What follows belongs to an exercise in optimizing a design on an open flow for small area, a short achievable clock period and few clock cycles per item; a production flow would make more cautious choices.
Only simulation tests tie the RTL to the original design; equivalence was not proved.

## main
## lpe_update
module lpe_update (
    input  wire        clk,
    input  wire        rst,
    input  wire        in_valid,
    output wire        in_ready,
    input  wire [11:0] in_tag,
    input  wire [1:0]  in_order,
    input  wire        in_cls_f,
    input  wire        in_aid,
    input  wire [5:0]  in_s0,
    input  wire [5:0]  in_s1,
    input  wire [5:0]  in_s2,
    input  wire [5:0]  in_s3,
    input  wire [31:0] in_c0,
    input  wire [31:0] in_c1,
    input  wire [31:0] in_c2,
    input  wire [31:0] in_c3,
    input  wire [31:0] in_out_min,
    input  wire [31:0] in_out_max,
    input  wire [31:0] in_lim_a,
    input  wire [31:0] in_lim_b,
    input  wire [31:0] in_xfer_lim,
    input  wire [31:0] in_x,
    input  wire [31:0] in_sp,
    input  wire [31:0] in_a,
    input  wire [31:0] in_acc1,
    input  wire [31:0] in_acc2,
    output reg         out_valid,
    input  wire        out_ready,
    output reg  [11:0] out_tag,
    output reg  [31:0] out_y,
    output reg  [31:0] out_xfer,
    output reg  [31:0] out_acc1,
    output reg  [31:0] out_acc2,
    output reg         out_sat,
    output reg         out_clamp
);
Size: about 19000 cells after synthesis, roughly 1600 flip-flops, ~640 I/O pins, ~0.19 mm2 of cells after synthesis.
make LEC_CHECK=0 CAP_MARGIN=20 CORE_MARGIN=2 CORE_UTILIZATION=55 PLACE_DENSITY=0.72 SLEW_MARGIN=20 finish   # period 42.0 ns
run.sh (not shown) runs the stock make flow with config.mk's settings and CLKGATE_MAP_FILE= SYNTH_SCRIPT=/design/flow/synth_recipe.tcl, a recipe that flattens the netlist after the stock synthesis.
Both conditions hold for main: the flow ran to the end and the final layout passed the timing, DRC and antenna checks.
Testbench counts of main, summed over its fixed seeds: cycles 12,032, items 12,000.
Here is what was changed in the inputs of the feature branch compared with main.
# main
export LEC_CHECK = 0
export CAP_MARGIN = 20
export CORE_MARGIN = 2
export CORE_UTILIZATION = 55
export PLACE_DENSITY = 0.72
export SLEW_MARGIN = 20
create_clock -name core_clock -period 42.0 [get_ports {clk}]
# the feature branch
export LEC_CHECK = 0
export CAP_MARGIN = 20
export CORE_MARGIN = 2
export CORE_UTILIZATION = 40
export SLEW_MARGIN = 20
create_clock -name core_clock -period 42.0 [get_ports {clk}]
==> run notes <==
The final layout from main, which completed every stage, passed the timing, DRC and antenna checks at the end of the flow.
The feature branch has completed all stages; timing, DRC and antenna checks passed.
Reported for main and the feature branch, sum of negative setup slack turned out identical to the last digit.
Sort main and the feature branch by overall die width, descending, and the feature branch comes first.
Going from main to the feature branch, the worst hold slack after final layout was found to have gone up by 0.049 ns.
Measured against each other, main and the feature branch differ in sequential share of layout area, the higher figure coming from main.
main reports its critical-path cell with the highest stage delay as sky130_fd_sc_hd__o311ai_0 while the feature branch reports sky130_fd_sc_hd__a2111oi_0.
Going from main to the feature branch, via total after detailed routing lost 2271; final clock period utilization by the worst path has increased.


lpe_update, a different RTL version from the one above (not shown whole).
Size: roughly 18000 cells after synthesis, ~1600 flip-flops, about 0.19 mm^2 of cells after synthesis.
==> flow/config.mk <==
export PLATFORM = sky130hd
export DESIGN_NAME = lpe_update
export DESIGN_NICKNAME = lpe_update
export VERILOG_FILES = /design/flow/design.v
export SDC_FILE = /design/flow/constraint.sdc
export NUM_CORES = 4
export LEC_CHECK = 0
export CAP_MARGIN = 20
export CORE_MARGIN = 2
export CORE_UTILIZATION = 65
export PLACE_DENSITY = 0.8
export SLEW_MARGIN = 70
==> flow/constraint.sdc <==
create_clock -name core_clock -period 42.0 [get_ports {clk}]
set_input_delay 8.4000 -clock core_clock [delete_from_list [all_inputs] [get_ports {clk}]]
set_output_delay 8.4000 -clock core_clock [all_outputs]
set_load 0.01 [all_outputs]
Testbench counts at the start, summed over its fixed seeds: cycles 12,032, items 12,000.
Change:
- CORE_UTILIZATION: 65 -> 55
- PLACE_DENSITY: 0.8 -> 0.72
- SLEW_MARGIN: 70 -> 55
Effect:
- area after synthesis stays the same
- setup slack gets better by 0.070 ns
- global-route usage fell by 6.6 points
Change:
- SLEW_MARGIN: 55 -> 60
Die area is unchanged.
Cell area increases slightly.
Clock-buffer cell count increases by 2.
Routed wire length hardly moves.
Setup slack degrades by 0.0047 ns.
Hold slack degrades by 0.015 ns.
Register-to-register slack barely changes.
Sequential share of layout area hardly moves.
Non-clock buffer count increases by 21.
Change:
- SLEW_MARGIN: 60 -> 70
Effect: Fmax falls by 0.32%. Routed wire length rises by 0.71%. Final area rises by 2.5%.

[what the ideal ports hide]
The results above use ideal ports. As a check the final layouts listed here were re-extracted and re-timed, cells and wires unchanged.
Step 1 (the two cells are an assumption about what drives the block):
set clk [get_ports {clk}]
set_driving_cell -lib_cell sky130_fd_sc_hd__clkbuf_16 $clk
set_driving_cell -lib_cell sky130_fd_sc_hd__buf_2 [delete_from_list [all_inputs] $clk]
Step 2 adds t to the input delays and takes it off the output delays; t is the mean of the earliest and latest rising clock arrival at the registers after step 1. Input paths then give back, and output paths get back, about the clock's delay inside the block.
Three values: no drivers, after step 1, after step 2; two values: the first two.
run | t (ns) | slack for setup (ns) | worst setup path after step 2 | worst data-port slew with drivers (ns)
main | 1.007 | 30.513 / 30.606 / 29.598 | input to register | 0.23
the feature branch | 1.021 | 30.398 / 30.398 / 29.544 | input to register | 0.25
the first run of note 2 | 0.978 | 31.267 / 31.345 / 30.367 | input to register | 0.23
the second run of note 2 | 0.991 | 31.337 / 31.423 / 30.432 | input to register | 0.20
the third run of note 2 | 0.992 | 31.332 / 31.423 / 30.431 | input to register | 0.20
the fourth run of note 2 | 1.001 | 31.298 / 31.387 / 30.386 | input to register | 0.21
After both steps setup and hold are still met in every run listed. The setup slack of main, which loses most, moves by +0.093 ns with the drivers and by -0.915 ns with both steps.
